Background: an optimization exercise with open tools, aiming at small area. Do not read the settings as production practice. In this exercise RTL edits were held to simulation tests only and were not proved equivalent to the original. No activity file was given, so power comes from the tool's default toggle rates.

Setup of rev 12:
// yx_cvt32
module yx_cvt32(clk, rst, in_valid, in_bits, in_code, in_ftz, in_sat, out_valid, out_bits, out_sat, out_flush);
  input clk;
  wire clk;
  input rst;
  wire rst;
  input in_valid;
  wire in_valid;
  input [31:0] in_bits;
  wire [31:0] in_bits;
  input [3:0] in_code;
  wire [3:0] in_code;
  input in_ftz;
  wire in_ftz;
  input in_sat;
  wire in_sat;
  output out_valid;
  reg out_valid;
  output [31:0] out_bits;
  reg [31:0] out_bits;
  output out_sat;
  reg out_sat;
  output out_flush;
  reg out_flush;
  wire _0000_;
  wire _0001_;
  wire _0002_;
  wire _0003_;
  wire _0004_;
  wire _0005_;
  wire _0006_;
  wire _0007_;
  wire _0008_;
  wire _0009_;
  wire _0010_;
  wire _0011_;
  wire _0012_;
  wire _0013_;
  wire _0014_;
  wire _0015_;
  wire _0016_;
  wire _0017_;
  wire _0018_;
  wire _0019_;
  wire _0020_;
  wire _0021_;
  wire _0022_;
  wire _0023_;
  wire _0024_;
  wire _0025_;
  wire _0026_;
  wire _0027_;
  wire _0028_;
  wire _0029_;
  wire _0030_;
  wire _0031_;
  wire _0032_;
  wire _0033_;
  wire _0034_;
  wire _0035_;
  wire _0036_;
  wire _0037_;
  ...
==> flow/config.mk <==
export PLATFORM = sky130hd
export DESIGN_NAME = yx_cvt32
export DESIGN_NICKNAME = yx_cvt32
export VERILOG_FILES = /design/flow/design.v
export SDC_FILE = /design/flow/constraint.sdc
export NUM_CORES = 4
export LEC_CHECK = 0
export ABC_AREA = 1
export CAP_MARGIN = 0
export CORE_MARGIN = 2
export CORE_UTILIZATION = 40
export CTS_BUF_LIST = sky130_fd_sc_hd__clkbuf_8
export GPL_TIMING_DRIVEN = 0
export SLEW_MARGIN = 0
==> flow/constraint.sdc <==
create_clock -name core_clock -period 16.0 [get_ports {clk}]
set_input_delay 3.2000 -clock core_clock [delete_from_list [all_inputs] [get_ports {clk}]]
set_output_delay 3.2000 -clock core_clock [all_outputs]
set_load 0.01 [all_outputs]
standard.sh (not shown) runs the stock make flow with config.mk's settings and CLKGATE_MAP_FILE= SYNTH_SCRIPT=/design/flow/synth_recipe.tcl, a recipe that flattens the netlist after the stock synthesis.
==> flow/flow/run.sh <==
#!/bin/bash
# The standard layout (bash standard.sh, the standard flow's own ORFS run) with these
# changes to how cells are chosen:
#  - the smallest buffer on every input and output port, not the one ORFS picks;
#  - the buffers ABC put in at synthesis are removed at floorplan (ORFS's
#    REMOVE_ABC_BUFFERS) instead of a timing repair there;
#  - after floorplan, flow/post_floorplan.tcl re-maps the combinational logic
#    for area (OpenROAD's restructure) and swaps any cell still sized up for
#    the smallest of the same function; the later repair steps size up again
#    wherever slew or timing needs it.
# Each tool's full output stays in orfs/logs/; make's own output goes to make.log.
set -euo pipefail
here=$(pwd)
export BUFFER_PORTS_ARGS="-buffer_cell sky130_fd_sc_hd__buf_1"
export REMOVE_ABC_BUFFERS=1
export POST_FLOORPLAN_TCL="$here/flow/post_floorplan.tcl"
# CTS as ORFS runs it, without the dummy loads it adds to balance the tree
export CTS_ARGS="-sink_clustering_enable -repair_clock_nets -buf_list sky130_fd_sc_hd__clkbuf_4 -root_buf sky130_fd_sc_hd__clkbuf_8 -sink_clustering_size 10 -dont_use_dummy_load"
bash standard.sh > make.log 2>&1
Other scripts of this flow, unchanged in this note and not shown: flow/flow/downsize.tcl, flow/flow/filter_lib.py, flow/flow/post_floorplan.tcl
Relative to rev 12, the following input files were edited for rev 13:
Settings: setting PLACE_DENSITY to 0.8 for the first time; changing CORE_UTILIZATION from 40 to 65; changing SLEW_MARGIN from 0 to 10; changing CAP_MARGIN from 0 to 10.
--- a/flow/flow/run.sh
+++ b/flow/flow/run.sh
@@ -16,4 +16,4 @@
 export POST_FLOORPLAN_TCL="$here/flow/post_floorplan.tcl"
 # CTS as ORFS runs it, without the dummy loads it adds to balance the tree
-export CTS_ARGS="-sink_clustering_enable -repair_clock_nets -buf_list sky130_fd_sc_hd__clkbuf_4 -root_buf sky130_fd_sc_hd__clkbuf_8 -sink_clustering_size 10 -dont_use_dummy_load"
+export CTS_ARGS="-sink_clustering_enable -repair_clock_nets -buf_list sky130_fd_sc_hd__clkbuf_8 -dont_use_dummy_load"
 bash standard.sh > make.log 2>&1
==> comparison <==
- Rev 13 reached the end of the flow, and the finished layout is clean on the timing, DRC and antenna checks.
- Going from rev 12 to rev 13, overall die area fell 5200 sq um, setup slack of the critical path after layout fell 450 ps.
- Of the two candidates, rev 12 has the better hold slack and rev 13 the worse one.
- Relative to rev 12, power has gone up in rev 13.
- Routing usage on met3: rev 13 > rev 12
- The final standard cell area without fillers of rev 13 was superior to that of rev 12.
- On relative contribution of the clock network to total power, rev 13 tracks rev 12 almost exactly.


Another version of the RTL of yx_cvt32 (not shown whole).
Size: roughly 3600 um^2 of cells after synthesis.
export LEC_CHECK = 0
export ABC_AREA = 1
export CAP_MARGIN = 10
export CORE_MARGIN = 2
export CORE_UTILIZATION = 40
export CTS_BUF_LIST = sky130_fd_sc_hd__clkbuf_4
export GPL_TIMING_DRIVEN = 0
export SLEW_MARGIN = 10
create_clock -name core_clock -period 16.0 [get_ports {clk}]
==> flow/flow/run.sh <==
#!/bin/bash
# The standard layout (bash standard.sh) with the combinational logic
# re-mapped for area between synthesis and floorplan:
#  1. the standard synthesis, unchanged (bash standard.sh synth);
#  2. Yosys re-maps its combinational cells with ABC's area mapper
#     (flow/remap.ys) from a copy of the platform library without the cells
#     it marks don't-use; the registers stay the synthesis's own instances;
#  3. the rest of the standard flow from that netlist, with the smallest
#     buffer on every input and output port and the synthesis buffers removed
#     at floorplan (ORFS's REMOVE_ABC_BUFFERS) instead of a timing repair,
#     and no dummy loads in the clock tree.
# Each tool's full output is kept: ORFS's in orfs/logs/, make's in
# make_synth.log and make.log, Yosys's re-map in remap/yosys.log.
set -euo pipefail
here=$(pwd)
export BUFFER_PORTS_ARGS="-buffer_cell sky130_fd_sc_hd__buf_1"
export REMOVE_ABC_BUFFERS=1
# CTS as ORFS runs it, without the dummy loads it adds to balance the tree
export CTS_ARGS="-sink_clustering_enable -repair_clock_nets -buf_list sky130_fd_sc_hd__clkbuf_4 -root_buf sky130_fd_sc_hd__clkbuf_4 -tree_buf sky130_fd_sc_hd__clkbuf_4 -sink_clustering_size 8 -dont_use_dummy_load"

bash standard.sh synth > make_synth.log 2>&1

res="$here/orfs/results/$FLOW_PLATFORM/yx_cvt32/base"
query() {
  make -s -C "$FLOW_HOME" DESIGN_CONFIG="$here/config.mk" WORK_HOME="$here/orfs" "print-$1" \
    | sed -n "s/^$1: //p"
}
lib=$(query LIB_FILES)
dont_use=$(query DONT_USE_CELLS)
mkdir -p remap
python3 flow/filter_lib.py $lib remap/remap.lib $dont_use
cp "$res/1_2_yosys.v" remap/standard_synth.v
yosys -l remap/yosys.log -q -s flow/remap.ys > /dev/null 2>&1
rm -f abc.history
cp remap/remapped.v "$res/1_2_yosys.v"

bash standard.sh > make.log 2>&1
Other scripts of this flow, unchanged in this note and not shown: flow/flow/filter_lib.py, flow/flow/remap.ys
The baseline completed without violations.
Rerun with:
--- a/flow/flow/run.sh
+++ b/flow/flow/run.sh
@@ -18,3 +18,3 @@
 # CTS as ORFS runs it, without the dummy loads it adds to balance the tree
-export CTS_ARGS="-sink_clustering_enable -repair_clock_nets -buf_list sky130_fd_sc_hd__clkbuf_4 -root_buf sky130_fd_sc_hd__clkbuf_4 -tree_buf sky130_fd_sc_hd__clkbuf_4 -sink_clustering_size 8 -dont_use_dummy_load"
+export CTS_ARGS="-sink_clustering_enable -repair_clock_nets -buf_list sky130_fd_sc_hd__clkbuf_8 -dont_use_dummy_load"
 
CTS_BUF_LIST = sky130_fd_sc_hd__clkbuf_8   (was sky130_fd_sc_hd__clkbuf_4)
=>
- The new run ran to the end with no violations
- hold slack gets better by 0.064 ns
- via count goes up by 2.6%
- clock-buffer cell count is unchanged
- wire length increases by 0.78%
- fmax falls by 0.76%
- clock power rises by 34%
- final cell count barely changes


yx_cvt32, a different RTL version from the one above (not shown whole).
Size in the first run: ~940 cells after synthesis, ~35 flip-flops, ~76 I/O pins.
// yx_cvt32
module yx_cvt32(clk, rst, in_valid, in_bits, in_code, in_ftz, in_sat, out_valid, out_bits, out_sat, out_flush);
  input clk;
  wire clk;
  input rst;
  wire rst;
  input in_valid;
  wire in_valid;
  input [31:0] in_bits;
  wire [31:0] in_bits;
  input [3:0] in_code;
  wire [3:0] in_code;
  input in_ftz;
  wire in_ftz;
  input in_sat;
  wire in_sat;
  output out_valid;
  reg out_valid;
  output [31:0] out_bits;
  reg [31:0] out_bits;
  output out_sat;
  reg out_sat;
  output out_flush;
  reg out_flush;
  wire [31:0] _0000_;
  wire _0001_;
  wire _0002_;
  wire _0003_;
  wire _0004_;
  wire _0005_;
  wire _0006_;
  wire _0007_;
  wire _0008_;
  wire _0009_;
  wire _0010_;
  wire _0011_;
  wire _0012_;
  wire _0013_;
  wire _0014_;
  wire _0015_;
  wire _0016_;
  wire _0017_;
  wire _0018_;
  wire _0019_;
  wire _0020_;
  wire _0021_;
  wire _0022_;
  wire _0023_;
  wire _0024_;
  wire _0025_;
  wire _0026_;
  wire _0027_;
  wire _0028_;
  wire _0029_;
  wire _0030_;
  wire _0031_;
  wire _0032_;
  wire _0033_;
  wire _0034_;
  wire _0035_;
  wire _0036_;
  wire _0037_;
  wire _0038_;
  wire _0039_;
  wire _0040_;
  wire _0041_;
  wire _0042_;
  wire _0043_;
  wire _0044_;
  wire _0045_;
  wire _0046_;
  wire _0047_;
  wire _0048_;
  wire _0049_;
  wire _0050_;
  wire _0051_;
  wire _0052_;
  wire _0053_;
  wire _0054_;
  wire _0055_;
  wire _0056_;
  ...
==> flow/config.mk <==
export PLATFORM = sky130hd
export DESIGN_NAME = yx_cvt32
export DESIGN_NICKNAME = yx_cvt32
export VERILOG_FILES = /design/flow/design.v
export SDC_FILE = /design/flow/constraint.sdc
export NUM_CORES = 4
export LEC_CHECK = 0
export ABC_AREA = 1
export CAP_MARGIN = 20
export CORE_MARGIN = 2
export CORE_UTILIZATION = 40
export CTS_BUF_LIST = sky130_fd_sc_hd__clkbuf_8
export SLEW_MARGIN = 20
==> flow/constraint.sdc <==
create_clock -name core_clock -period 16.0 [get_ports {clk}]
set_input_delay 3.2000 -clock core_clock [delete_from_list [all_inputs] [get_ports {clk}]]
set_output_delay 3.2000 -clock core_clock [all_outputs]
set_load 0.01 [all_outputs]
==> flow/flow/run.sh <==
#!/bin/bash
# The standard layout (bash standard.sh, the standard flow's own ORFS run) with these
# changes to how cells are chosen:
#  - the smallest buffer on every input and output port, not the one ORFS picks;
#  - the buffers ABC put in at synthesis are removed at floorplan (ORFS's
#    REMOVE_ABC_BUFFERS) instead of a timing repair there;
#  - after floorplan, flow/post_floorplan.tcl re-maps the combinational logic
#    for area (OpenROAD's restructure) and swaps any cell still sized up for
#    the smallest of the same function; the later repair steps size up again
#    wherever slew or timing needs it.
# Each tool's full output stays in orfs/logs/; make's own output goes to make.log.
set -euo pipefail
here=$(pwd)
export BUFFER_PORTS_ARGS="-buffer_cell sky130_fd_sc_hd__buf_1"
export REMOVE_ABC_BUFFERS=1
export POST_FLOORPLAN_TCL="$here/flow/post_floorplan.tcl"
bash standard.sh > make.log 2>&1
==> flow/flow/filter_lib.py <==
#!/usr/bin/env python3
"""Copy a Liberty file without the cells named on the command line, so that
OpenROAD's restructure (which maps with ABC straight from a Liberty file and
does not read set_dont_use) cannot pick cells the platform marks don't-use.
usage: filter_lib.py in.lib out.lib cell [cell ...]"""
import re
import sys

src, dst, drop = sys.argv[1], sys.argv[2], set(sys.argv[3:])
cell_re = re.compile(r'^\s*cell\s*\(\s*"?([^")\s]+)"?\s*\)\s*\{')
skipping, depth = False, 0
with open(src) as fin, open(dst, "w") as fout:
    for line in fin:
        if not skipping:
            m = cell_re.match(line)
            if m and m.group(1) in drop:
                skipping, depth = True, 0
        if skipping:
            depth += line.count("{") - line.count("}")
            if depth <= 0:
                skipping = False
            continue
        fout.write(line)
==> flow/flow/post_floorplan.tcl <==
# Runs after ORFS's floorplan step (POST_FLOORPLAN_TCL). It only changes which
# cells implement the combinational logic; registers, ports and constraints
# stay as the standard synthesis left them.
#  1. remove the buffers ABC put in at synthesis;
#  2. re-map the combinational logic for area with OpenROAD's restructure
#     (ABC inside OpenROAD), which also checks the result against timing;
#  3. swap any cell that is still sized up for the smallest cell of the same
#     function (flow/downsize.tcl); later repair steps size up where needed.
remove_buffers
set rmp_dir [file join $::env(OBJECTS_DIR) rmp_work]
file mkdir $rmp_dir
# restructure maps from a Liberty file and ignores set_dont_use: give it a
# copy of the library without the don't-use cells.
set lib_file [file join $rmp_dir rmp.lib]
exec python3 [file join [file dirname [info script]] filter_lib.py] \
  [lindex $::env(LIB_FILES) 0] $lib_file {*}$::env(DONT_USE_CELLS)
set tielo [lindex $::env(TIELO_CELL_AND_PORT) 0]/[lindex $::env(TIELO_CELL_AND_PORT) 1]
set tiehi [lindex $::env(TIEHI_CELL_AND_PORT) 0]/[lindex $::env(TIEHI_CELL_AND_PORT) 1]
report_design_area
restructure -target area -liberty_file $lib_file -tielo_port $tielo -tiehi_port $tiehi \
  -work_dir $rmp_dir -abc_logfile [file join $rmp_dir abc.log]
report_design_area
source [file join [file dirname [info script]] downsize.tcl]
report_design_area
Other scripts of this flow, unchanged in this note and not shown: flow/flow/downsize.tcl
The starting point passed the timing, DRC and antenna checks.
Rerun with:
--- a/flow/flow/post_floorplan.tcl
+++ b/flow/flow/post_floorplan.tcl
@@ -8,11 +8,7 @@
 #     function (flow/downsize.tcl); later repair steps size up where needed.
 remove_buffers
-set rmp_dir [file join $::env(OBJECTS_DIR) rmp_work]
+set rmp_dir [file join [pwd] rmp_work]
 file mkdir $rmp_dir
-# restructure maps from a Liberty file and ignores set_dont_use: give it a
-# copy of the library without the don't-use cells.
-set lib_file [file join $rmp_dir rmp.lib]
-exec python3 [file join [file dirname [info script]] filter_lib.py] \
-  [lindex $::env(LIB_FILES) 0] $lib_file {*}$::env(DONT_USE_CELLS)
+set lib_file [lindex $::env(LIB_FILES) 0]
 set tielo [lindex $::env(TIELO_CELL_AND_PORT) 0]/[lindex $::env(TIELO_CELL_AND_PORT) 1]
 set tiehi [lindex $::env(TIEHI_CELL_AND_PORT) 0]/[lindex $::env(TIEHI_CELL_AND_PORT) 1]
CTS_BUF_LIST = sky130_fd_sc_hd__clkbuf_4   (was sky130_fd_sc_hd__clkbuf_8)
removed: flow/flow/filter_lib.py
Effect: This time the run never finished: it broke off in floorplan (2_1_floorplan). Synthesized area stays the same. Synthesized cell count does not change.

-- afterwards: timing with drivers on the ports --
How much do the figures lean on ideal ports? The routed layouts below were timed once more, with nothing changed but the port constraints.
Step 1 sets driving cells, clkbuf_16 on the clock port and buf_2 on the other inputs (assumed; they add their load-dependent delay and slew).
Step 2, shift: input delay + t, output delay - t, t = (earliest + latest rising clock arrival at the registers) / 2. This alone moves slack from input paths to output paths.
a / b / c = ideal ports / drivers / drivers and shift; a / b = the first two.
| run | t (ns) | setup slack, ns | clock arrival spread, ns | worst register clock-pin slew, ns | cell pins on the clock port's net |
|---|---|---|---|---|---|
| rev 12 | 0.312 | 1.432 / 1.440 / 1.128 | 0.026 / 0.026 | 0.08 / 0.08 | 1 |
| rev 13 | 0.309 | 0.981 / 0.990 / 0.681 | 0.019 / 0.020 | 0.08 / 0.08 | 1 |
| the first run of note 2 | 0.367 | 1.017 / 1.015 / 0.647 | 0.022 / 0.023 | 0.11 / 0.11 | 1 |
| the second run of note 2 | 0.316 | 0.902 / 0.907 / 0.591 | 0.012 / 0.012 | 0.07 / 0.07 | 1 |
| the first run of note 3 | 0.329 | 1.160 / 1.168 / 0.839 | 0.006 / 0.006 | 0.08 / 0.08 | 1 |
After both steps every run listed still meets setup and hold. For the first run of note 2, which loses most, drivers alone change the setup slack by -0.002 ns; drivers and shift together by -0.370 ns.
